What follows belongs to an exercise in optimizing a design on an open flow for small area, a short achievable clock period and few clock cycles per item; a production flow would make more cautious choices.
Only simulation tests tie the RTL to the original design; equivalence was not proved.

===== config.mk =====
export PLATFORM = sky130hd
export DESIGN_NAME = ustep_ref
export DESIGN_NICKNAME = ustep_ref
export VERILOG_FILES = /design/flow/design.v
export SDC_FILE = /design/flow/constraint.sdc
export NUM_CORES = 4
export LEC_CHECK = 0
export ABC_AREA = 1
export CAP_MARGIN = 20
export CORE_MARGIN = 2
export CORE_UTILIZATION = 40
export CTS_CLUSTER_DIAMETER = 150
export CTS_CLUSTER_SIZE = 20
export SLEW_MARGIN = 60
export SYNTH_MEMORY_MAX_BITS = 65536

===== constraint.sdc =====
create_clock -name core_clock -period 22.0 [get_ports {clk}]
set_input_delay 4.4000 -clock core_clock [delete_from_list [all_inputs] [get_ports {clk}]]
set_output_delay 4.4000 -clock core_clock [all_outputs]
set_load 0.01 [all_outputs]

===== design.v =====
module ustep_sine_q (
    input  wire [7:0]  addr,
    output reg  [14:0] q
);
    always @(*) begin
        case (addr)
            8'd0: q = 15'd0;
            8'd1: q = 15'd201;
            8'd2: q = 15'd402;
            8'd3: q = 15'd603;
            8'd4: q = 15'd804;
            8'd5: q = 15'd1005;
            8'd6: q = 15'd1206;
            8'd7: q = 15'd1407;
            8'd8: q = 15'd1608;
            8'd9: q = 15'd1809;
            8'd10: q = 15'd2009;
            8'd11: q = 15'd2210;
            8'd12: q = 15'd2410;
            8'd13: q = 15'd2611;
            8'd14: q = 15'd2811;
            8'd15: q = 15'd3012;
            8'd16: q = 15'd3212;
            8'd17: q = 15'd3412;
            8'd18: q = 15'd3612;
            8'd19: q = 15'd3811;
            8'd20: q = 15'd4011;
            8'd21: q = 15'd4210;
            8'd22: q = 15'd4410;
            8'd23: q = 15'd4609;
            8'd24: q = 15'd4808;
            8'd25: q = 15'd5007;
            8'd26: q = 15'd5205;
            8'd27: q = 15'd5404;
            8'd28: q = 15'd5602;
            8'd29: q = 15'd5800;
            8'd30: q = 15'd5998;
            8'd31: q = 15'd6195;
            8'd32: q = 15'd6393;
            8'd33: q = 15'd6590;
            8'd34: q = 15'd6786;
            8'd35: q = 15'd6983;
            8'd36: q = 15'd7179;
            8'd37: q = 15'd7375;
            8'd38: q = 15'd7571;
            8'd39: q = 15'd7767;
            8'd40: q = 15'd7962;
            8'd41: q = 15'd8157;
            8'd42: q = 15'd8351;
            8'd43: q = 15'd8545;
            8'd44: q = 15'd8739;
            8'd45: q = 15'd8933;
            8'd46: q = 15'd9126;
            8'd47: q = 15'd9319;
            8'd48: q = 15'd9512;
            8'd49: q = 15'd9704;
            8'd50: q = 15'd9896;
            8'd51: q = 15'd10087;
            8'd52: q = 15'd10278;
            8'd53: q = 15'd10469;
            8'd54: q = 15'd10659;
            8'd55: q = 15'd10849;
            8'd56: q = 15'd11039;
            8'd57: q = 15'd11228;
            8'd58: q = 15'd11417;
            8'd59: q = 15'd11605;
            8'd60: q = 15'd11793;
            8'd61: q = 15'd11980;
            8'd62: q = 15'd12167;
            8'd63: q = 15'd12353;
            8'd64: q = 15'd12539;
            8'd65: q = 15'd12725;
            8'd66: q = 15'd12910;
            8'd67: q = 15'd13094;
            8'd68: q = 15'd13279;
            8'd69: q = 15'd13462;
            8'd70: q = 15'd13645;
            8'd71: q = 15'd13828;
            8'd72: q = 15'd14010;
            8'd73: q = 15'd14191;
            8'd74: q = 15'd14372;
            8'd75: q = 15'd14553;
            8'd76: q = 15'd14732;
            8'd77: q = 15'd14912;
            8'd78: q = 15'd15090;
            8'd79: q = 15'd15269;
            8'd80: q = 15'd15446;
            8'd81: q = 15'd15623;
            8'd82: q = 15'd15800;
            8'd83: q = 15'd15976;
            8'd84: q = 15'd16151;
            8'd85: q = 15'd16325;
            8'd86: q = 15'd16499;
            8'd87: q = 15'd16673;
            8'd88: q = 15'd16846;
            8'd89: q = 15'd17018;
            8'd90: q = 15'd17189;
            8'd91: q = 15'd17360;
            8'd92: q = 15'd17530;
            8'd93: q = 15'd17700;
            8'd94: q = 15'd17869;
            8'd95: q = 15'd18037;
            8'd96: q = 15'd18204;
            8'd97: q = 15'd18371;
            8'd98: q = 15'd18537;
            8'd99: q = 15'd18703;
            8'd100: q = 15'd18868;
            8'd101: q = 15'd19032;
            8'd102: q = 15'd19195;
            8'd103: q = 15'd19357;
            8'd104: q = 15'd19519;
            8'd105: q = 15'd19680;
            8'd106: q = 15'd19841;
            8'd107: q = 15'd20000;
            8'd108: q = 15'd20159;
            8'd109: q = 15'd20317;
            8'd110: q = 15'd20475;
            8'd111: q = 15'd20631;
            8'd112: q = 15'd20787;
            8'd113: q = 15'd20942;
            8'd114: q = 15'd21096;
            8'd115: q = 15'd21250;
            8'd116: q = 15'd21403;
            8'd117: q = 15'd21554;
            8'd118: q = 15'd21705;
            8'd119: q = 15'd21856;
            8'd120: q = 15'd22005;
            8'd121: q = 15'd22154;
            8'd122: q = 15'd22301;
            8'd123: q = 15'd22448;
            8'd124: q = 15'd22594;
            8'd125: q = 15'd22739;
            8'd126: q = 15'd22884;
            8'd127: q = 15'd23027;
            8'd128: q = 15'd23170;
            8'd129: q = 15'd23311;
            8'd130: q = 15'd23452;
            8'd131: q = 15'd23592;
            8'd132: q = 15'd23731;
            8'd133: q = 15'd23870;
            8'd134: q = 15'd24007;
            8'd135: q = 15'd24143;
            8'd136: q = 15'd24279;
            8'd137: q = 15'd24413;
            8'd138: q = 15'd24547;
            8'd139: q = 15'd24680;
            8'd140: q = 15'd24811;
            8'd141: q = 15'd24942;
            8'd142: q = 15'd25072;
            8'd143: q = 15'd25201;
            8'd144: q = 15'd25329;
            8'd145: q = 15'd25456;
            8'd146: q = 15'd25582;
            8'd147: q = 15'd25708;
            8'd148: q = 15'd25832;
            8'd149: q = 15'd25955;
            8'd150: q = 15'd26077;
            8'd151: q = 15'd26198;
            8'd152: q = 15'd26319;
            8'd153: q = 15'd26438;
            8'd154: q = 15'd26556;
            8'd155: q = 15'd26674;
            8'd156: q = 15'd26790;
            8'd157: q = 15'd26905;
            8'd158: q = 15'd27019;
            8'd159: q = 15'd27133;
            8'd160: q = 15'd27245;
            8'd161: q = 15'd27356;
            8'd162: q = 15'd27466;
            8'd163: q = 15'd27575;
            8'd164: q = 15'd27683;
            8'd165: q = 15'd27790;
            8'd166: q = 15'd27896;
            8'd167: q = 15'd28001;
            8'd168: q = 15'd28105;
            8'd169: q = 15'd28208;
            8'd170: q = 15'd28310;
            8'd171: q = 15'd28411;
            8'd172: q = 15'd28510;
            8'd173: q = 15'd28609;
            8'd174: q = 15'd28706;
            8'd175: q = 15'd28803;
            8'd176: q = 15'd28898;
            8'd177: q = 15'd28992;
            8'd178: q = 15'd29085;
            8'd179: q = 15'd29177;
            8'd180: q = 15'd29268;
            8'd181: q = 15'd29358;
            8'd182: q = 15'd29447;
            8'd183: q = 15'd29534;
            8'd184: q = 15'd29621;
            8'd185: q = 15'd29706;
            8'd186: q = 15'd29791;
            8'd187: q = 15'd29874;
            8'd188: q = 15'd29956;
            8'd189: q = 15'd30037;
            8'd190: q = 15'd30117;
            8'd191: q = 15'd30195;
            8'd192: q = 15'd30273;
            8'd193: q = 15'd30349;
            8'd194: q = 15'd30424;
            8'd195: q = 15'd30498;
            8'd196: q = 15'd30571;
            8'd197: q = 15'd30643;
            8'd198: q = 15'd30714;
            8'd199: q = 15'd30783;
            8'd200: q = 15'd30852;
            8'd201: q = 15'd30919;
            8'd202: q = 15'd30985;
            8'd203: q = 15'd31050;
            8'd204: q = 15'd31113;
            8'd205: q = 15'd31176;
            8'd206: q = 15'd31237;
            8'd207: q = 15'd31297;
            8'd208: q = 15'd31356;
            8'd209: q = 15'd31414;
            8'd210: q = 15'd31470;
            8'd211: q = 15'd31526;
            8'd212: q = 15'd31580;
            8'd213: q = 15'd31633;
            8'd214: q = 15'd31685;
            8'd215: q = 15'd31736;
            8'd216: q = 15'd31785;
            8'd217: q = 15'd31833;
            8'd218: q = 15'd31880;
            8'd219: q = 15'd31926;
            8'd220: q = 15'd31971;
            8'd221: q = 15'd32014;
            8'd222: q = 15'd32057;
            8'd223: q = 15'd32098;
            8'd224: q = 15'd32137;
            8'd225: q = 15'd32176;
            8'd226: q = 15'd32213;
            8'd227: q = 15'd32250;
            8'd228: q = 15'd32285;
            8'd229: q = 15'd32318;
            8'd230: q = 15'd32351;
            8'd231: q = 15'd32382;
            8'd232: q = 15'd32412;
            8'd233: q = 15'd32441;
            8'd234: q = 15'd32469;
            8'd235: q = 15'd32495;
            8'd236: q = 15'd32521;
            8'd237: q = 15'd32545;
            8'd238: q = 15'd32567;
            8'd239: q = 15'd32589;
            8'd240: q = 15'd32609;
            8'd241: q = 15'd32628;
            8'd242: q = 15'd32646;
            8'd243: q = 15'd32663;
            8'd244: q = 15'd32678;
            8'd245: q = 15'd32692;
            8'd246: q = 15'd32705;
            8'd247: q = 15'd32717;
            8'd248: q = 15'd32728;
            8'd249: q = 15'd32737;
            8'd250: q = 15'd32745;
            8'd251: q = 15'd32752;
            8'd252: q = 15'd32757;
            8'd253: q = 15'd32761;
            8'd254: q = 15'd32765;
            8'd255: q = 15'd32766;
            default: q = 15'd0;
        endcase
    end
endmodule
module ustep_sine_d (
    input  wire [7:0]  addr,
    output reg  [7:0] d
);
    always @(*) begin
        case (addr)
            8'd0: d = 8'd201;
            8'd1: d = 8'd201;
            8'd2: d = 8'd201;
            8'd3: d = 8'd201;
            8'd4: d = 8'd201;
            8'd5: d = 8'd201;
            8'd6: d = 8'd201;
            8'd7: d = 8'd201;
            8'd8: d = 8'd201;
            8'd9: d = 8'd200;
            8'd10: d = 8'd201;
            8'd11: d = 8'd200;
            8'd12: d = 8'd201;
            8'd13: d = 8'd200;
            8'd14: d = 8'd201;
            8'd15: d = 8'd200;
            8'd16: d = 8'd200;
            8'd17: d = 8'd200;
            8'd18: d = 8'd199;
            8'd19: d = 8'd200;
            8'd20: d = 8'd199;
            8'd21: d = 8'd200;
            8'd22: d = 8'd199;
            8'd23: d = 8'd199;
            8'd24: d = 8'd199;
            8'd25: d = 8'd198;
            8'd26: d = 8'd199;
            8'd27: d = 8'd198;
            8'd28: d = 8'd198;
            8'd29: d = 8'd198;
            8'd30: d = 8'd197;
            8'd31: d = 8'd198;
            8'd32: d = 8'd197;
            8'd33: d = 8'd196;
            8'd34: d = 8'd197;
            8'd35: d = 8'd196;
            8'd36: d = 8'd196;
            8'd37: d = 8'd196;
            8'd38: d = 8'd196;
            8'd39: d = 8'd195;
            8'd40: d = 8'd195;
            8'd41: d = 8'd194;
            8'd42: d = 8'd194;
            8'd43: d = 8'd194;
            8'd44: d = 8'd194;
            8'd45: d = 8'd193;
            8'd46: d = 8'd193;
            8'd47: d = 8'd193;
            8'd48: d = 8'd192;
            8'd49: d = 8'd192;
            8'd50: d = 8'd191;
            8'd51: d = 8'd191;
            8'd52: d = 8'd191;
            8'd53: d = 8'd190;
            8'd54: d = 8'd190;
            8'd55: d = 8'd190;
            8'd56: d = 8'd189;
            8'd57: d = 8'd189;
            8'd58: d = 8'd188;
            8'd59: d = 8'd188;
            8'd60: d = 8'd187;
            8'd61: d = 8'd187;
            8'd62: d = 8'd186;
            8'd63: d = 8'd186;
            8'd64: d = 8'd186;
            8'd65: d = 8'd185;
            8'd66: d = 8'd184;
            8'd67: d = 8'd185;
            8'd68: d = 8'd183;
            8'd69: d = 8'd183;
            8'd70: d = 8'd183;
            8'd71: d = 8'd182;
            8'd72: d = 8'd181;
            8'd73: d = 8'd181;
            8'd74: d = 8'd181;
            8'd75: d = 8'd179;
            8'd76: d = 8'd180;
            8'd77: d = 8'd178;
            8'd78: d = 8'd179;
            8'd79: d = 8'd177;
            8'd80: d = 8'd177;
            8'd81: d = 8'd177;
            8'd82: d = 8'd176;
            8'd83: d = 8'd175;
            8'd84: d = 8'd174;
            8'd85: d = 8'd174;
            8'd86: d = 8'd174;
            8'd87: d = 8'd173;
            8'd88: d = 8'd172;
            8'd89: d = 8'd171;
            8'd90: d = 8'd171;
            8'd91: d = 8'd170;
            8'd92: d = 8'd170;
            8'd93: d = 8'd169;
            8'd94: d = 8'd168;
            8'd95: d = 8'd167;
            8'd96: d = 8'd167;
            8'd97: d = 8'd166;
            8'd98: d = 8'd166;
            8'd99: d = 8'd165;
            8'd100: d = 8'd164;
            8'd101: d = 8'd163;
            8'd102: d = 8'd162;
            8'd103: d = 8'd162;
            8'd104: d = 8'd161;
            8'd105: d = 8'd161;
            8'd106: d = 8'd159;
            8'd107: d = 8'd159;
            8'd108: d = 8'd158;
            8'd109: d = 8'd158;
            8'd110: d = 8'd156;
            8'd111: d = 8'd156;
            8'd112: d = 8'd155;
            8'd113: d = 8'd154;
            8'd114: d = 8'd154;
            8'd115: d = 8'd153;
            8'd116: d = 8'd151;
            8'd117: d = 8'd151;
            8'd118: d = 8'd151;
            8'd119: d = 8'd149;
            8'd120: d = 8'd149;
            8'd121: d = 8'd147;
            8'd122: d = 8'd147;
            8'd123: d = 8'd146;
            8'd124: d = 8'd145;
            8'd125: d = 8'd145;
            8'd126: d = 8'd143;
            8'd127: d = 8'd143;
            8'd128: d = 8'd141;
            8'd129: d = 8'd141;
            8'd130: d = 8'd140;
            8'd131: d = 8'd139;
            8'd132: d = 8'd139;
            8'd133: d = 8'd137;
            8'd134: d = 8'd136;
            8'd135: d = 8'd136;
            8'd136: d = 8'd134;
            8'd137: d = 8'd134;
            8'd138: d = 8'd133;
            8'd139: d = 8'd131;
            8'd140: d = 8'd131;
            8'd141: d = 8'd130;
            8'd142: d = 8'd129;
            8'd143: d = 8'd128;
            8'd144: d = 8'd127;
            8'd145: d = 8'd126;
            8'd146: d = 8'd126;
            8'd147: d = 8'd124;
            8'd148: d = 8'd123;
            8'd149: d = 8'd122;
            8'd150: d = 8'd121;
            8'd151: d = 8'd121;
            8'd152: d = 8'd119;
            8'd153: d = 8'd118;
            8'd154: d = 8'd118;
            8'd155: d = 8'd116;
            8'd156: d = 8'd115;
            8'd157: d = 8'd114;
            8'd158: d = 8'd114;
            8'd159: d = 8'd112;
            8'd160: d = 8'd111;
            8'd161: d = 8'd110;
            8'd162: d = 8'd109;
            8'd163: d = 8'd108;
            8'd164: d = 8'd107;
            8'd165: d = 8'd106;
            8'd166: d = 8'd105;
            8'd167: d = 8'd104;
            8'd168: d = 8'd103;
            8'd169: d = 8'd102;
            8'd170: d = 8'd101;
            8'd171: d = 8'd99;
            8'd172: d = 8'd99;
            8'd173: d = 8'd97;
            8'd174: d = 8'd97;
            8'd175: d = 8'd95;
            8'd176: d = 8'd94;
            8'd177: d = 8'd93;
            8'd178: d = 8'd92;
            8'd179: d = 8'd91;
            8'd180: d = 8'd90;
            8'd181: d = 8'd89;
            8'd182: d = 8'd87;
            8'd183: d = 8'd87;
            8'd184: d = 8'd85;
            8'd185: d = 8'd85;
            8'd186: d = 8'd83;
            8'd187: d = 8'd82;
            8'd188: d = 8'd81;
            8'd189: d = 8'd80;
            8'd190: d = 8'd78;
            8'd191: d = 8'd78;
            8'd192: d = 8'd76;
            8'd193: d = 8'd75;
            8'd194: d = 8'd74;
            8'd195: d = 8'd73;
            8'd196: d = 8'd72;
            8'd197: d = 8'd71;
            8'd198: d = 8'd69;
            8'd199: d = 8'd69;
            8'd200: d = 8'd67;
            8'd201: d = 8'd66;
            8'd202: d = 8'd65;
            8'd203: d = 8'd63;
            8'd204: d = 8'd63;
            8'd205: d = 8'd61;
            8'd206: d = 8'd60;
            8'd207: d = 8'd59;
            8'd208: d = 8'd58;
            8'd209: d = 8'd56;
            8'd210: d = 8'd56;
            8'd211: d = 8'd54;
            8'd212: d = 8'd53;
            8'd213: d = 8'd52;
            8'd214: d = 8'd51;
            8'd215: d = 8'd49;
            8'd216: d = 8'd48;
            8'd217: d = 8'd47;
            8'd218: d = 8'd46;
            8'd219: d = 8'd45;
            8'd220: d = 8'd43;
            8'd221: d = 8'd43;
            8'd222: d = 8'd41;
            8'd223: d = 8'd39;
            8'd224: d = 8'd39;
            8'd225: d = 8'd37;
            8'd226: d = 8'd37;
            8'd227: d = 8'd35;
            8'd228: d = 8'd33;
            8'd229: d = 8'd33;
            8'd230: d = 8'd31;
            8'd231: d = 8'd30;
            8'd232: d = 8'd29;
            8'd233: d = 8'd28;
            8'd234: d = 8'd26;
            8'd235: d = 8'd26;
            8'd236: d = 8'd24;
            8'd237: d = 8'd22;
            8'd238: d = 8'd22;
            8'd239: d = 8'd20;
            8'd240: d = 8'd19;
            8'd241: d = 8'd18;
            8'd242: d = 8'd17;
            8'd243: d = 8'd15;
            8'd244: d = 8'd14;
            8'd245: d = 8'd13;
            8'd246: d = 8'd12;
            8'd247: d = 8'd11;
            8'd248: d = 8'd9;
            8'd249: d = 8'd8;
            8'd250: d = 8'd7;
            8'd251: d = 8'd5;
            8'd252: d = 8'd4;
            8'd253: d = 8'd4;
            8'd254: d = 8'd1;
            8'd255: d = 8'd1;
            default: d = 8'd0;
        endcase
    end
endmodule
module ustep_ref (
    input  wire               clk,
    input  wire               rst,
    input  wire               in_valid,
    output wire               in_ready,
    input  wire        [25:0] in_pos,         
    input  wire        [1:0]  in_target,      
    input  wire        [11:0] in_run,
    input  wire        [11:0] in_hold,
    input  wire        [11:0] in_boost,
    input  wire        [7:0]  in_slew,
    input  wire               in_reverse,
    input  wire        [9:0]  in_phase_ofs,
    output reg                out_valid,
    output reg  signed [15:0] out_iref1,
    output reg  signed [15:0] out_iref2,
    output reg         [11:0] out_scale
);
    assign in_ready = 1'b1;
    wire [11:0] target_sel = in_target[1] ? (in_target[0] ? in_boost : in_run) : in_hold;
    wire        boost_run  = (in_target == 2'd3) && (in_boost == 12'd0);
    reg        s0_valid;
    reg [13:0] s0_pos;        
    reg        s0_cin;        
    reg [9:0]  s0_ofs;
    reg [11:0] s0_tsel;       
    reg [11:0] s0_trun;       
    reg        s0_off;
    reg [7:0]  s0_slew;
    always @(posedge clk) begin
        if (rst)
            s0_valid <= 1'b0;
        else
            s0_valid <= in_valid;
        s0_pos    <= in_reverse ? ~in_pos[25:12] : in_pos[25:12];
        s0_cin    <= in_reverse & (in_pos[11:0] == 12'd0);
        s0_ofs    <= in_phase_ofs;
        s0_tsel   <= target_sel;
        s0_trun   <= in_run & {12{boost_run}};
        s0_off    <= (in_target == 2'd0);
        s0_slew   <= in_slew;
    end
    reg        energised;
    reg [11:0] eff_scale;
    wire [11:0] s0_tscale = s0_tsel | s0_trun;
    wire [12:0] eff_up   = {1'b0, eff_scale} + {5'd0, s0_slew};
    wire [12:0] eff_down = {1'b0, eff_scale} - {5'd0, s0_slew};
    reg [11:0] next_scale;
    always @(*) begin
        if (s0_off)
            next_scale = 12'd0;
        else if (!energised || s0_slew == 8'd0)
            next_scale = s0_tscale;
        else if (s0_tscale > eff_scale)
            next_scale = (eff_up >= {1'b0, s0_tscale}) ? s0_tscale : eff_up[11:0];
        else if (s0_tscale < eff_scale)
            next_scale = (eff_down[12] || eff_down[11:0] <= s0_tscale) ? s0_tscale
                                                                        : eff_down[11:0];
        else
            next_scale = eff_scale;
    end
    always @(posedge clk) begin
        if (rst) begin
            energised <= 1'b0;
            eff_scale <= 12'd0;
        end else if (s0_valid) begin
            energised <= !s0_off;
            eff_scale <= next_scale;
        end
    end
    wire [14:0] pos_c = {s0_pos, 1'b1} + {s0_ofs, 4'd0, s0_cin};
    wire [13:0] x     = pos_c[14:1];
    wire [7:0]  m1 = x[11:4] ^ {8{x[12]}};
    wire [14:0] q1, q2;
    wire [7:0]  d1, d2;
    ustep_sine_q rom_q1 (.addr(m1),  .q(q1));
    ustep_sine_q rom_q2 (.addr(~m1), .q(q2));
    ustep_sine_d rom_d1 (.addr(m1),  .d(d1));
    ustep_sine_d rom_d2 (.addr(~m1), .d(d2));
    reg        s1_valid;
    reg [1:0]  s1_quad;
    reg [3:0]  s1_f;
    reg [14:0] s1_q1, s1_q2;
    reg [7:0]  s1_d1, s1_d2;
    always @(posedge clk) begin
        if (rst)
            s1_valid <= 1'b0;
        else
            s1_valid <= s0_valid;
        s1_quad <= x[13:12];
        s1_f    <= x[3:0];
        s1_q1   <= q1;
        s1_q2   <= q2;
        s1_d1   <= d1;
        s1_d2   <= d2;
    end
    wire [1:0]  quad = s1_quad;
    wire [4:0]  f    = {1'b0, s1_f};
    wire [4:0]  g1   = quad[0] ? 5'd16 - f : f;
    wire [4:0]  g2   = quad[0] ? f : 5'd16 - f;
    wire [18:0] v1   = {s1_q1, 4'd0} + s1_d1 * g1 + 19'd8;
    wire [18:0] v2   = {s1_q2, 4'd0} + s1_d2 * g2 + 19'd8;
    wire        n1   = quad[1];
    wire        n2   = quad[1] ^ quad[0];
    reg               s2_valid;
    reg [14:0]        s2_w1, s2_w2;    
    reg               s2_n1, s2_n2;
    reg [11:0]        s2_scale;
    always @(posedge clk) begin
        if (rst)
            s2_valid <= 1'b0;
        else
            s2_valid <= s1_valid;
        s2_w1    <= v1[18:4] ^ {15{n1}};
        s2_w2    <= v2[18:4] ^ {15{n2}};
        s2_n1    <= n1;
        s2_n2    <= n2;
        s2_scale <= eff_scale;
    end
    wire [15:0] i1, i2;
    ustep_scale scale_1 (.e(s2_scale), .w(s2_w1), .neg(s2_n1), .iref(i1));
    ustep_scale scale_2 (.e(s2_scale), .w(s2_w2), .neg(s2_n2), .iref(i2));
    always @(posedge clk) begin
        if (rst)
            out_valid <= 1'b0;
        else
            out_valid <= s2_valid;
        out_iref1 <= i1;
        out_iref2 <= i2;
        out_scale <= s2_scale;
    end
endmodule
module ustep_scale (
    input  wire [11:0] e,
    input  wire [14:0] w,
    input  wire        neg,
    output wire [15:0] iref
);
    wire [15:0] x = {neg, w};
    wire one0 = x[0] ^ neg;
    wire two0 = (x[1] & ~x[0] & ~neg) | (~x[1] & x[0] & neg);
    wire neg0 = x[1];
    wire p0_0 = (((one0 & e[0])) ^ neg0);
    wire p0_1 = (((one0 & e[1]) | (two0 & e[0])) ^ neg0);
    wire p0_2 = (((one0 & e[2]) | (two0 & e[1])) ^ neg0);
    wire p0_3 = (((one0 & e[3]) | (two0 & e[2])) ^ neg0);
    wire p0_4 = (((one0 & e[4]) | (two0 & e[3])) ^ neg0);
    wire p0_5 = (((one0 & e[5]) | (two0 & e[4])) ^ neg0);
    wire p0_6 = (((one0 & e[6]) | (two0 & e[5])) ^ neg0);
    wire p0_7 = (((one0 & e[7]) | (two0 & e[6])) ^ neg0);
    wire p0_8 = (((one0 & e[8]) | (two0 & e[7])) ^ neg0);
    wire p0_9 = (((one0 & e[9]) | (two0 & e[8])) ^ neg0);
    wire p0_10 = (((one0 & e[10]) | (two0 & e[9])) ^ neg0);
    wire p0_11 = (((one0 & e[11]) | (two0 & e[10])) ^ neg0);
    wire p0_12 = (((two0 & e[11])) ^ neg0);
    wire p0_13 = ~neg0;
    wire one1 = x[2] ^ x[1];
    wire two1 = (x[3] & ~x[2] & ~x[1]) | (~x[3] & x[2] & x[1]);
    wire neg1 = x[3];
    wire p1_0 = (((one1 & e[0])) ^ neg1);
    wire p1_1 = (((one1 & e[1]) | (two1 & e[0])) ^ neg1);
    wire p1_2 = (((one1 & e[2]) | (two1 & e[1])) ^ neg1);
    wire p1_3 = (((one1 & e[3]) | (two1 & e[2])) ^ neg1);
    wire p1_4 = (((one1 & e[4]) | (two1 & e[3])) ^ neg1);
    wire p1_5 = (((one1 & e[5]) | (two1 & e[4])) ^ neg1);
    wire p1_6 = (((one1 & e[6]) | (two1 & e[5])) ^ neg1);
    wire p1_7 = (((one1 & e[7]) | (two1 & e[6])) ^ neg1);
    wire p1_8 = (((one1 & e[8]) | (two1 & e[7])) ^ neg1);
    wire p1_9 = (((one1 & e[9]) | (two1 & e[8])) ^ neg1);
    wire p1_10 = (((one1 & e[10]) | (two1 & e[9])) ^ neg1);
    wire p1_11 = (((one1 & e[11]) | (two1 & e[10])) ^ neg1);
    wire p1_12 = (((two1 & e[11])) ^ neg1);
    wire p1_13 = ~neg1;
    wire one2 = x[4] ^ x[3];
    wire two2 = (x[5] & ~x[4] & ~x[3]) | (~x[5] & x[4] & x[3]);
    wire neg2 = x[5];
    wire p2_0 = (((one2 & e[0])) ^ neg2);
    wire p2_1 = (((one2 & e[1]) | (two2 & e[0])) ^ neg2);
    wire p2_2 = (((one2 & e[2]) | (two2 & e[1])) ^ neg2);
    wire p2_3 = (((one2 & e[3]) | (two2 & e[2])) ^ neg2);
    wire p2_4 = (((one2 & e[4]) | (two2 & e[3])) ^ neg2);
    wire p2_5 = (((one2 & e[5]) | (two2 & e[4])) ^ neg2);
    wire p2_6 = (((one2 & e[6]) | (two2 & e[5])) ^ neg2);
    wire p2_7 = (((one2 & e[7]) | (two2 & e[6])) ^ neg2);
    wire p2_8 = (((one2 & e[8]) | (two2 & e[7])) ^ neg2);
    wire p2_9 = (((one2 & e[9]) | (two2 & e[8])) ^ neg2);
    wire p2_10 = (((one2 & e[10]) | (two2 & e[9])) ^ neg2);
    wire p2_11 = (((one2 & e[11]) | (two2 & e[10])) ^ neg2);
    wire p2_12 = (((two2 & e[11])) ^ neg2);
    wire p2_13 = ~neg2;
    wire one3 = x[6] ^ x[5];
    wire two3 = (x[7] & ~x[6] & ~x[5]) | (~x[7] & x[6] & x[5]);
    wire neg3 = x[7];
    wire p3_0 = (((one3 & e[0])) ^ neg3);
    wire p3_1 = (((one3 & e[1]) | (two3 & e[0])) ^ neg3);
    wire p3_2 = (((one3 & e[2]) | (two3 & e[1])) ^ neg3);
    wire p3_3 = (((one3 & e[3]) | (two3 & e[2])) ^ neg3);
    wire p3_4 = (((one3 & e[4]) | (two3 & e[3])) ^ neg3);
    wire p3_5 = (((one3 & e[5]) | (two3 & e[4])) ^ neg3);
    wire p3_6 = (((one3 & e[6]) | (two3 & e[5])) ^ neg3);
    wire p3_7 = (((one3 & e[7]) | (two3 & e[6])) ^ neg3);
    wire p3_8 = (((one3 & e[8]) | (two3 & e[7])) ^ neg3);
    wire p3_9 = (((one3 & e[9]) | (two3 & e[8])) ^ neg3);
    wire p3_10 = (((one3 & e[10]) | (two3 & e[9])) ^ neg3);
    wire p3_11 = (((one3 & e[11]) | (two3 & e[10])) ^ neg3);
    wire p3_12 = (((two3 & e[11])) ^ neg3);
    wire p3_13 = ~neg3;
    wire one4 = x[8] ^ x[7];
    wire two4 = (x[9] & ~x[8] & ~x[7]) | (~x[9] & x[8] & x[7]);
    wire neg4 = x[9];
    wire p4_0 = (((one4 & e[0])) ^ neg4);
    wire p4_1 = (((one4 & e[1]) | (two4 & e[0])) ^ neg4);
    wire p4_2 = (((one4 & e[2]) | (two4 & e[1])) ^ neg4);
    wire p4_3 = (((one4 & e[3]) | (two4 & e[2])) ^ neg4);
    wire p4_4 = (((one4 & e[4]) | (two4 & e[3])) ^ neg4);
    wire p4_5 = (((one4 & e[5]) | (two4 & e[4])) ^ neg4);
    wire p4_6 = (((one4 & e[6]) | (two4 & e[5])) ^ neg4);
    wire p4_7 = (((one4 & e[7]) | (two4 & e[6])) ^ neg4);
    wire p4_8 = (((one4 & e[8]) | (two4 & e[7])) ^ neg4);
    wire p4_9 = (((one4 & e[9]) | (two4 & e[8])) ^ neg4);
    wire p4_10 = (((one4 & e[10]) | (two4 & e[9])) ^ neg4);
    wire p4_11 = (((one4 & e[11]) | (two4 & e[10])) ^ neg4);
    wire p4_12 = (((two4 & e[11])) ^ neg4);
    wire p4_13 = ~neg4;
    wire one5 = x[10] ^ x[9];
    wire two5 = (x[11] & ~x[10] & ~x[9]) | (~x[11] & x[10] & x[9]);
    wire neg5 = x[11];
    wire p5_0 = (((one5 & e[0])) ^ neg5);
    wire p5_1 = (((one5 & e[1]) | (two5 & e[0])) ^ neg5);
    wire p5_2 = (((one5 & e[2]) | (two5 & e[1])) ^ neg5);
    wire p5_3 = (((one5 & e[3]) | (two5 & e[2])) ^ neg5);
    wire p5_4 = (((one5 & e[4]) | (two5 & e[3])) ^ neg5);
    wire p5_5 = (((one5 & e[5]) | (two5 & e[4])) ^ neg5);
    wire p5_6 = (((one5 & e[6]) | (two5 & e[5])) ^ neg5);
    wire p5_7 = (((one5 & e[7]) | (two5 & e[6])) ^ neg5);
    wire p5_8 = (((one5 & e[8]) | (two5 & e[7])) ^ neg5);
    wire p5_9 = (((one5 & e[9]) | (two5 & e[8])) ^ neg5);
    wire p5_10 = (((one5 & e[10]) | (two5 & e[9])) ^ neg5);
    wire p5_11 = (((one5 & e[11]) | (two5 & e[10])) ^ neg5);
    wire p5_12 = (((two5 & e[11])) ^ neg5);
    wire p5_13 = ~neg5;
    wire one6 = x[12] ^ x[11];
    wire two6 = (x[13] & ~x[12] & ~x[11]) | (~x[13] & x[12] & x[11]);
    wire neg6 = x[13];
    wire p6_0 = (((one6 & e[0])) ^ neg6);
    wire p6_1 = (((one6 & e[1]) | (two6 & e[0])) ^ neg6);
    wire p6_2 = (((one6 & e[2]) | (two6 & e[1])) ^ neg6);
    wire p6_3 = (((one6 & e[3]) | (two6 & e[2])) ^ neg6);
    wire p6_4 = (((one6 & e[4]) | (two6 & e[3])) ^ neg6);
    wire p6_5 = (((one6 & e[5]) | (two6 & e[4])) ^ neg6);
    wire p6_6 = (((one6 & e[6]) | (two6 & e[5])) ^ neg6);
    wire p6_7 = (((one6 & e[7]) | (two6 & e[6])) ^ neg6);
    wire p6_8 = (((one6 & e[8]) | (two6 & e[7])) ^ neg6);
    wire p6_9 = (((one6 & e[9]) | (two6 & e[8])) ^ neg6);
    wire p6_10 = (((one6 & e[10]) | (two6 & e[9])) ^ neg6);
    wire p6_11 = (((one6 & e[11]) | (two6 & e[10])) ^ neg6);
    wire p6_12 = (((two6 & e[11])) ^ neg6);
    wire p6_13 = ~neg6;
    wire one7 = x[14] ^ x[13];
    wire two7 = (x[15] & ~x[14] & ~x[13]) | (~x[15] & x[14] & x[13]);
    wire neg7 = x[15];
    wire p7_0 = (((one7 & e[0])) ^ neg7);
    wire p7_1 = (((one7 & e[1]) | (two7 & e[0])) ^ neg7);
    wire p7_2 = (((one7 & e[2]) | (two7 & e[1])) ^ neg7);
    wire p7_3 = (((one7 & e[3]) | (two7 & e[2])) ^ neg7);
    wire p7_4 = (((one7 & e[4]) | (two7 & e[3])) ^ neg7);
    wire p7_5 = (((one7 & e[5]) | (two7 & e[4])) ^ neg7);
    wire p7_6 = (((one7 & e[6]) | (two7 & e[5])) ^ neg7);
    wire p7_7 = (((one7 & e[7]) | (two7 & e[6])) ^ neg7);
    wire p7_8 = (((one7 & e[8]) | (two7 & e[7])) ^ neg7);
    wire p7_9 = (((one7 & e[9]) | (two7 & e[8])) ^ neg7);
    wire p7_10 = (((one7 & e[10]) | (two7 & e[9])) ^ neg7);
    wire p7_11 = (((one7 & e[11]) | (two7 & e[10])) ^ neg7);
    wire p7_12 = (((two7 & e[11])) ^ neg7);
    wire p7_13 = ~neg7;
    wire t1 = p0_8 ^ p1_6;
    wire t2 = p0_8 & p1_6;
    wire t3 = p0_9 ^ p1_7;
    wire t4 = p0_9 & p1_7;
    wire t5 = p0_10 ^ p1_8 ^ p2_6;
    wire t6 = (p0_10 & p1_8) | (p0_10 & p2_6) | (p1_8 & p2_6);
    wire t7 = p3_4 ^ p4_2;
    wire t8 = p3_4 & p4_2;
    wire t9 = p0_11 ^ p1_9 ^ p2_7;
    wire t10 = (p0_11 & p1_9) | (p0_11 & p2_7) | (p1_9 & p2_7);
    wire t11 = p3_5 ^ p4_3;
    wire t12 = p3_5 & p4_3;
    wire t13 = p0_12 ^ p1_10 ^ p2_8;
    wire t14 = (p0_12 & p1_10) | (p0_12 & p2_8) | (p1_10 & p2_8);
    wire t15 = p3_6 ^ p4_4 ^ p5_2;
    wire t16 = (p3_6 & p4_4) | (p3_6 & p5_2) | (p4_4 & p5_2);
    wire t17 = p0_13 ^ p1_11 ^ p2_9;
    wire t18 = (p0_13 & p1_11) | (p0_13 & p2_9) | (p1_11 & p2_9);
    wire t19 = p3_7 ^ p4_5 ^ p5_3;
    wire t20 = (p3_7 & p4_5) | (p3_7 & p5_3) | (p4_5 & p5_3);
    wire t21 = p1_12 ^ p2_10 ^ p3_8;
    wire t22 = (p1_12 & p2_10) | (p1_12 & p3_8) | (p2_10 & p3_8);
    wire t23 = p4_6 ^ p5_4 ^ p6_2;
    wire t24 = (p4_6 & p5_4) | (p4_6 & p6_2) | (p5_4 & p6_2);
    wire t25 = p7_0 ^ neg7;
    wire t26 = p7_0 & neg7;
    wire t27 = p1_13 ^ p2_11 ^ p3_9;
    wire t28 = (p1_13 & p2_11) | (p1_13 & p3_9) | (p2_11 & p3_9);
    wire t29 = p4_7 ^ p5_5 ^ p6_3;
    wire t30 = (p4_7 & p5_5) | (p4_7 & p6_3) | (p5_5 & p6_3);
    wire t31 = p2_12 ^ p3_10 ^ p4_8;
    wire t32 = (p2_12 & p3_10) | (p2_12 & p4_8) | (p3_10 & p4_8);
    wire t33 = p5_6 ^ p6_4;
    wire t34 = p5_6 & p6_4;
    wire t35 = p2_13 ^ p3_11 ^ p4_9;
    wire t36 = (p2_13 & p3_11) | (p2_13 & p4_9) | (p3_11 & p4_9);
    wire t37 = p3_12 ^ p4_10;
    wire t38 = p3_12 & p4_10;
    wire t39 = p0_4 ^ p1_2;
    wire t40 = p0_4 & p1_2;
    wire t41 = p0_5 ^ p1_3;
    wire t42 = p0_5 & p1_3;
    wire t43 = p0_6 ^ p1_4 ^ p2_2;
    wire t44 = (p0_6 & p1_4) | (p0_6 & p2_2) | (p1_4 & p2_2);
    wire t45 = p3_0 ^ neg3;
    wire t46 = p3_0 & neg3;
    wire t47 = p0_7 ^ p1_5 ^ p2_3;
    wire t48 = (p0_7 & p1_5) | (p0_7 & p2_3) | (p1_5 & p2_3);
    wire t49 = p3_1 ^ neg;
    wire t50 = p3_1 & neg;
    wire t51 = p2_4 ^ p3_2 ^ p4_0;
    wire t52 = (p2_4 & p3_2) | (p2_4 & p4_0) | (p3_2 & p4_0);
    wire t53 = neg4 ^ neg ^ t1;
    wire t54 = (neg4 & neg) | (neg4 & t1) | (neg & t1);
    wire t55 = p2_5 ^ p3_3 ^ p4_1;
    wire t56 = (p2_5 & p3_3) | (p2_5 & p4_1) | (p3_3 & p4_1);
    wire t57 = neg ^ t3 ^ t2;
    wire t58 = (neg & t3) | (neg & t2) | (t3 & t2);
    wire t59 = p5_0 ^ neg5 ^ neg;
    wire t60 = (p5_0 & neg5) | (p5_0 & neg) | (neg5 & neg);
    wire t61 = t5 ^ t7 ^ t4;
    wire t62 = (t5 & t7) | (t5 & t4) | (t7 & t4);
    wire t63 = p5_1 ^ ~neg ^ t9;
    wire t64 = (p5_1 & ~neg) | (p5_1 & t9) | (~neg & t9);
    wire t65 = t11 ^ t6 ^ t8;
    wire t66 = (t11 & t6) | (t11 & t8) | (t6 & t8);
    wire t67 = p6_0 ^ neg6 ^ t13;
    wire t68 = (p6_0 & neg6) | (p6_0 & t13) | (neg6 & t13);
    wire t69 = t15 ^ t10 ^ t12;
    wire t70 = (t15 & t10) | (t15 & t12) | (t10 & t12);
    wire t71 = p6_1 ^ 1'b1 ^ t17;
    wire t72 = (p6_1 & 1'b1) | (p6_1 & t17) | (1'b1 & t17);
    wire t73 = t19 ^ t14 ^ t16;
    wire t74 = (t19 & t14) | (t19 & t16) | (t14 & t16);
    wire t75 = 1'b1 ^ t21 ^ t23;
    wire t76 = (1'b1 & t21) | (1'b1 & t23) | (t21 & t23);
    wire t77 = t25 ^ t18 ^ t20;
    wire t78 = (t25 & t18) | (t25 & t20) | (t18 & t20);
    wire t79 = p7_1 ^ t27 ^ t29;
    wire t80 = (p7_1 & t27) | (p7_1 & t29) | (t27 & t29);
    wire t81 = t22 ^ t24 ^ t26;
    wire t82 = (t22 & t24) | (t22 & t26) | (t24 & t26);
    wire t83 = p7_2 ^ 1'b1 ^ t31;
    wire t84 = (p7_2 & 1'b1) | (p7_2 & t31) | (1'b1 & t31);
    wire t85 = t33 ^ t28 ^ t30;
    wire t86 = (t33 & t28) | (t33 & t30) | (t28 & t30);
    wire t87 = p5_7 ^ p6_5 ^ p7_3;
    wire t88 = (p5_7 & p6_5) | (p5_7 & p7_3) | (p6_5 & p7_3);
    wire t89 = t35 ^ t32 ^ t34;
    wire t90 = (t35 & t32) | (t35 & t34) | (t32 & t34);
    wire t91 = p5_8 ^ p6_6 ^ p7_4;
    wire t92 = (p5_8 & p6_6) | (p5_8 & p7_4) | (p6_6 & p7_4);
    wire t93 = 1'b1 ^ t37 ^ t36;
    wire t94 = (1'b1 & t37) | (1'b1 & t36) | (t37 & t36);
    wire t95 = p3_13 ^ p4_11 ^ p5_9;
    wire t96 = (p3_13 & p4_11) | (p3_13 & p5_9) | (p4_11 & p5_9);
    wire t97 = p6_7 ^ p7_5 ^ t38;
    wire t98 = (p6_7 & p7_5) | (p6_7 & t38) | (p7_5 & t38);
    wire t99 = p4_12 ^ p5_10 ^ p6_8;
    wire t100 = (p4_12 & p5_10) | (p4_12 & p6_8) | (p5_10 & p6_8);
    wire t101 = p7_6 ^ 1'b1;
    wire t102 = p7_6 & 1'b1;
    wire t103 = p4_13 ^ p5_11 ^ p6_9;
    wire t104 = (p4_13 & p5_11) | (p4_13 & p6_9) | (p5_11 & p6_9);
    wire t105 = p5_12 ^ p6_10;
    wire t106 = p5_12 & p6_10;
    wire t107 = p0_2 ^ p1_0;
    wire t108 = p0_2 & p1_0;
    wire t109 = p0_3 ^ p1_1;
    wire t110 = p0_3 & p1_1;
    wire t111 = p2_0 ^ neg2 ^ neg;
    wire t112 = (p2_0 & neg2) | (p2_0 & neg) | (neg2 & neg);
    wire t113 = p2_1 ^ neg ^ t41;
    wire t114 = (p2_1 & neg) | (p2_1 & t41) | (neg & t41);
    wire t115 = neg ^ t43 ^ t45;
    wire t116 = (neg & t43) | (neg & t45) | (t43 & t45);
    wire t117 = t47 ^ t49 ^ t44;
    wire t118 = (t47 & t49) | (t47 & t44) | (t49 & t44);
    wire t119 = t51 ^ t53 ^ t48;
    wire t120 = (t51 & t53) | (t51 & t48) | (t53 & t48);
    wire t121 = t55 ^ t57 ^ t52;
    wire t122 = (t55 & t57) | (t55 & t52) | (t57 & t52);
    wire t123 = t59 ^ t61 ^ t56;
    wire t124 = (t59 & t61) | (t59 & t56) | (t61 & t56);
    wire t125 = t63 ^ t65 ^ t60;
    wire t126 = (t63 & t65) | (t63 & t60) | (t65 & t60);
    wire t127 = t67 ^ t69 ^ t64;
    wire t128 = (t67 & t69) | (t67 & t64) | (t69 & t64);
    wire t129 = t71 ^ t73 ^ t68;
    wire t130 = (t71 & t73) | (t71 & t68) | (t73 & t68);
    wire t131 = t75 ^ t77 ^ t72;
    wire t132 = (t75 & t77) | (t75 & t72) | (t77 & t72);
    wire t133 = t79 ^ t81 ^ t76;
    wire t134 = (t79 & t81) | (t79 & t76) | (t81 & t76);
    wire t135 = t83 ^ t85 ^ t80;
    wire t136 = (t83 & t85) | (t83 & t80) | (t85 & t80);
    wire t137 = t87 ^ t89 ^ t84;
    wire t138 = (t87 & t89) | (t87 & t84) | (t89 & t84);
    wire t139 = t91 ^ t93 ^ t88;
    wire t140 = (t91 & t93) | (t91 & t88) | (t93 & t88);
    wire t141 = t95 ^ t97 ^ t92;
    wire t142 = (t95 & t97) | (t95 & t92) | (t97 & t92);
    wire t143 = t99 ^ t101 ^ t96;
    wire t144 = (t99 & t101) | (t99 & t96) | (t101 & t96);
    wire t145 = p7_7 ^ t103 ^ t100;
    wire t146 = (p7_7 & t103) | (p7_7 & t100) | (t103 & t100);
    wire t147 = p7_8 ^ 1'b1 ^ t105;
    wire t148 = (p7_8 & 1'b1) | (p7_8 & t105) | (1'b1 & t105);
    wire t149 = p5_13 ^ p6_11 ^ p7_9;
    wire t150 = (p5_13 & p6_11) | (p5_13 & p7_9) | (p6_11 & p7_9);
    wire t151 = p6_12 ^ p7_10;
    wire t152 = p6_12 & p7_10;
    wire t153 = p0_0 ^ neg0;
    wire t154 = p0_0 & neg0;
    wire t155 = p0_1 ^ neg;
    wire t156 = p0_1 & neg;
    wire t157 = neg1 ^ neg ^ t107;
    wire t158 = (neg1 & neg) | (neg1 & t107) | (neg & t107);
    wire t159 = neg ^ t109 ^ t108;
    wire t160 = (neg & t109) | (neg & t108) | (t109 & t108);
    wire t161 = t39 ^ t111 ^ t110;
    wire t162 = (t39 & t111) | (t39 & t110) | (t111 & t110);
    wire t163 = t40 ^ t113 ^ t112;
    wire t164 = (t40 & t113) | (t40 & t112) | (t113 & t112);
    wire t165 = t42 ^ t115 ^ t114;
    wire t166 = (t42 & t115) | (t42 & t114) | (t115 & t114);
    wire t167 = t46 ^ t117 ^ t116;
    wire t168 = (t46 & t117) | (t46 & t116) | (t117 & t116);
    wire t169 = t50 ^ t119 ^ t118;
    wire t170 = (t50 & t119) | (t50 & t118) | (t119 & t118);
    wire t171 = t54 ^ t121 ^ t120;
    wire t172 = (t54 & t121) | (t54 & t120) | (t121 & t120);
    wire t173 = t58 ^ t123 ^ t122;
    wire t174 = (t58 & t123) | (t58 & t122) | (t123 & t122);
    wire t175 = t62 ^ t125 ^ t124;
    wire t176 = (t62 & t125) | (t62 & t124) | (t125 & t124);
    wire t177 = t66 ^ t127 ^ t126;
    wire t178 = (t66 & t127) | (t66 & t126) | (t127 & t126);
    wire t179 = t70 ^ t129 ^ t128;
    wire t180 = (t70 & t129) | (t70 & t128) | (t129 & t128);
    wire t181 = t74 ^ t131 ^ t130;
    wire t182 = (t74 & t131) | (t74 & t130) | (t131 & t130);
    wire t183 = t78 ^ t133 ^ t132;
    wire t184 = (t78 & t133) | (t78 & t132) | (t133 & t132);
    wire t185 = t82 ^ t135 ^ t134;
    wire t186 = (t82 & t135) | (t82 & t134) | (t135 & t134);
    wire t187 = t86 ^ t137 ^ t136;
    wire t188 = (t86 & t137) | (t86 & t136) | (t137 & t136);
    wire t189 = t90 ^ t139 ^ t138;
    wire t190 = (t90 & t139) | (t90 & t138) | (t139 & t138);
    wire t191 = t94 ^ t141 ^ t140;
    wire t192 = (t94 & t141) | (t94 & t140) | (t141 & t140);
    wire t193 = t98 ^ t143 ^ t142;
    wire t194 = (t98 & t143) | (t98 & t142) | (t143 & t142);
    wire t195 = t102 ^ t145 ^ t144;
    wire t196 = (t102 & t145) | (t102 & t144) | (t145 & t144);
    wire t197 = t104 ^ t147 ^ t146;
    wire t198 = (t104 & t147) | (t104 & t146) | (t147 & t146);
    wire t199 = t106 ^ t149 ^ t148;
    wire t200 = (t106 & t149) | (t106 & t148) | (t149 & t148);
    wire t201 = 1'b1 ^ t151 ^ t150;
    wire t202 = (1'b1 & t151) | (1'b1 & t150) | (t151 & t150);
    wire t203 = p6_13 ^ p7_11 ^ t152;
    wire t204 = (p6_13 & p7_11) | (p6_13 & t152) | (p7_11 & t152);
    wire t205 = p7_12 ^ 1'b1;
    wire t206 = p7_12 & 1'b1;
    wire [27:0] ra = {p7_13, t205, t203, t201, t199, t197, t195, t193, t191, t189, t187, t185, t183, t181, t179, t177, t175, t173, t171, t169, t167, t165, t163, t161, t159, t157, t155, neg};
    wire [27:0] rb = {t206, t204, t202, t200, t198, t196, t194, t192, t190, t188, t186, t184, t182, t180, t178, t176, t174, t172, t170, t168, t166, t164, t162, t160, t158, t156, t154, t153};
    wire [27:0] r  = ra + rb;
    assign iref = r[27:12];
endmodule

===== flow/run.sh =====
#!/bin/bash
# The standard layout (standard.sh), with one change: the input and
# output port buffers are buf_2 cells instead of buffer_ports' default pick
# (clkdlybuf4s50_1), which is larger and slower. The whole ORFS output goes
# to standard.log in the work folder.
set -euo pipefail
export BUFFER_PORTS_ARGS="-buffer_cell sky130_fd_sc_hd__buf_2"
bash standard.sh > standard.log 2>&1

===== standard.sh =====
#!/bin/bash
# synth_recipe.tcl (not shown) runs the flow's synth.tcl, then flattens the netlist and writes it again
# the make line also repeats each setting of config.mk as NAME=value (left out here)
make -C /OpenROAD-flow-scripts/flow DESIGN_CONFIG=/design/flow/config.mk WORK_HOME=/design/flow/orfs CLKGATE_MAP_FILE= SYNTH_SCRIPT=/design/flow/synth_recipe.tcl "${@:-finish}"

==> impl_metrics.csv <==
group,metric,value,unit
run_status,status,"no timing/DRC/antenna violations",
worst_setup_path,r2r-start,"s2_n1",
sta,relSlewSlack,56.3,%
final_layout,drive_above_1_share,7.14,%
final_layout,layoutNonFillerInstCount,5724,
global_route,grt_pass1_wl,189000,um
final_layout,final_nets,5206,
global_route,overflow,0,
sta,hold_viol,0,
yosys,synth_seq_area_share,14.0,%
global_route,antenna_found_initial,6,
yosys,synth_ff_type,"dfxtp_1",
yosys,async_reset_ff_share,0,%
sta,setup_viol,0,
min_path,min_path_type,"flip-flop to flip-flop",
yosys,yosys_warnings,3,
detailed_routing,firstDrtPassIters,10,
worst_setup_path,cp.arrival,5.92,ns
placed_design,gp_congestion,1.08,
clock_tree,cts.htree.levels,1,
min_path,min_from,"s2_scale[8]",
yosys,synth_edf_count,0,
placed_design,io_buffers,130,
sta,fmax,182,MHz
worst_setup_path,worstPathMaxFanout,14,
placed_design,placed_area,0.0322,mm2
sta,final_max_slew_viol_count,0,
sta,fin_worst_skew,0.0503,ns
final_layout,seq_area,0.00432,mm2
final_layout,fill_cells,8161,
yosys,synth.most_common_cell,"nand2_1",
clock_tree,insertion_delay,0.54,ns
worst_setup_path,critPathLaunchType,"input pin",
global_route,grt_usage,31.3,%
floorplan,core,0.0761,mm2
detailed_routing,drcViolationCount,0,
worst_setup_path,startpoint,"in_target[0]",
yosys,synth_area_per_cell,6.49,um2
worst_setup_path,cp.required,22.43,ns
floorplan,die_w,281,um
floorplan,num_io_pins,132,
clock_tree,cts_buffer_depth,3,
worst_setup_path,path_class,"input pin to flip-flop",
sta,fin_crit_sh,25.0,%
yosys,synth_top_area_share,16.1,%
detailed_routing,wirelength,126000,um
final_layout,fin_area,0.0328,mm2
yosys,synth_cells,4739,
sta,rsz0062_at_grt,"no",
global_route,grt_pass1_vias,30800,
floorplan,dieArea,0.0791,mm2
yosys,syn_nets,5255,
yosys,synth.distinct_cells,52,
sta,period_needed,5.49,ns
detailed_routing,drt-initial-drc-count,3957,
detailed_routing,wl_per_cell,22.1,um
floorplan,start_util,40.4,%
floorplan,chipHeight,281,um
worst_setup_path,endpoint_kind,"flip-flop",
clock_tree,tritoncts,"built",
global_route,grt_start_max_net_pins,70,
placed_design,place_inst,5702,
clock_tree,cts_made_buffers,15,
clock_tree,clk_pin_slew,0.08,ns
run,drv_cap,0,
clock_tree,post_cts_buffers,0,
clock_tree,ctsHoldBuffers,0,
clock_tree,cts.sinks,215,
detailed_routing,via_per_inst,5.73,
final_layout,area.growth.synth_to_final,6.55,%
clock_tree,ctsResizeCount,0,
yosys,synth_area_leader_cell,"nand2_1",
yosys,synthesis.area,0.0307,mm2
yosys,synth-seq-cells,215,
sta,setup_tns,0,ns
floorplan,rows,101,
yosys,synth_commonest_cells,"nand2_1, inv_1, nor2_1, nand3_1, xor2_1",
clock_tree,clockRootBuffer,"clkbuf_16",
sta,worstMarginPinSlew,0.654,ns
final_layout,multi_input_area,0.0233,mm2
yosys,synthTopCellsByArea,"nand2_1, dfxtp_1, fa_1, ha_1, xor2_1",
placed_design,hpwl,94600,um
detailed_routing,routed-via-count,32800,
detailed_routing,ant_nets,0,
## critical path, stage by stage
cell and delay [ns]:
buf_2 0.23, inv_1 0.21, or2_2 0.33, nor4_1 0.18, nand3_1 0.37, nor2_1 0.19
## flip-flops by register name (all words and copies together), names as in the netlist, 8 cells and up
register and count:
s0_pos 14, out_scale 12, s0_trun 12, s1_q2 15, s1_q1 15, out_iref1 16
s1_d1 8, s2_w2 15, out_iref2 16, s0_slew 8, s2_scale 12, eff_scale 12
s0_ofs 10, s2_w1 15, s1_d2 8, s0_tsel 12
## cells by family after synthesis
family,count (synthesis),share of synthesized area (%)
AND/OR/NAND/NOR,2183,29.6
AO/OA/AOI/OAI,746,13.7
flip-flops,215,14.0
XOR/XNOR,317,9.11
other,1,0.0122
adder cells (fa/ha/maj),430,22.5
buffers and inverters,847,11.0
## metrics by stage
step                      utilization [%]  hold slack, ns  worst slack, ns
after CTS                            43.0           0.328            16.45
final                                43.1           0.339            16.51
after global placement               42.0           0.347            16.06
after detailed placement             42.3           0.351            16.03
after floorplan                         -           0.329            16.63
after global routing                 43.1           0.346            16.14
## worst paths after layout
check / endpoint / slack [ns] / cells after the start
worst max register to register: out_iref1[12] / 16.53 / 21
worst min-delay path: out_scale[8] / 0.34 / 0
worst max-delay path: s0_trun[7] / 16.51 / 6
worst min register to register: out_scale[8] / 0.34 / 0
## layout by cell type (no fill, tap or decap), types with 7 or more instances in the layout
cell type  count
o211ai_1      23
dfxtp_1      199
o21a_1         8
nand3_1      342
nor2_2        12
inv_2         11
a21oi_2       13
nand3b_1      14
o21ai_0      159
dfxtp_2       16
a211oi_1       7
nand2_2       33
ha_1         224
a21oi_1      249
buf_2        130
nand2_1     1303
nand3_2       11
buf_4         36
xor2_1       284
o22ai_1      178
clkbuf_16     15
xnor2_1       30
inv_1        585
a31oi_1       31
o21bai_1       9
nor2_1       355
o21ai_1       35
nand2_4       14
fa_1         206
nor3_1        18
nor4_1         8
nand4_1       56
## final cells by class
type                       count  share of cell area, %
tap                         1030                   3.93
clock inverter                 4                  0.325
multi-input combinational   3677                   71.2
timing repair buffer         176                   3.27
antenna                        2                 0.0153
clock buffer                  15                   1.15
inverter                     605                   6.96
sequential                   215                   13.2
## layer usage
metal	GRT usage, %	vias to the layer above	share of wire [%]
met1	40.9	15200	41
met2	48.2	1989	42
met5	0	-	0.042
li1	-	15100	-
met4	15.6	8	6.1
met3	7.37	486	11
Testbench counts, summed over its fixed seeds: cycles 24,032, items 24,000.

## port drivers added, routing unchanged
The flow's constraints put no driver on any port. The routed layout listed below was extracted and timed again, unchanged, in two steps. Step 1 (the two cells are an assumption about what drives the block):
set clk [get_ports {clk}]
set_driving_cell -lib_cell sky130_fd_sc_hd__clkbuf_16 $clk
set_driving_cell -lib_cell sky130_fd_sc_hd__buf_2 [delete_from_list [all_inputs] $clk]
Step 2, shift: input delay + t, output delay - t, t = (earliest + latest rising clock arrival at the registers) / 2. This alone moves slack from input paths to output paths. Slacks: no drivers / after step 1 / after step 2; pairs: no drivers / after step 1.
t (ns): 0.590
setup WS [ns]: 16.508 / 16.446 / 15.966
latest minus earliest clock arrival (ns): 0.050 / 0.050
slew at the worst register clock pin (ns): 0.10 / 0.10
After both steps this run still meets setup and hold. For this run, drivers alone change the setup slack by -0.062 ns; drivers and shift together by -0.542 ns.
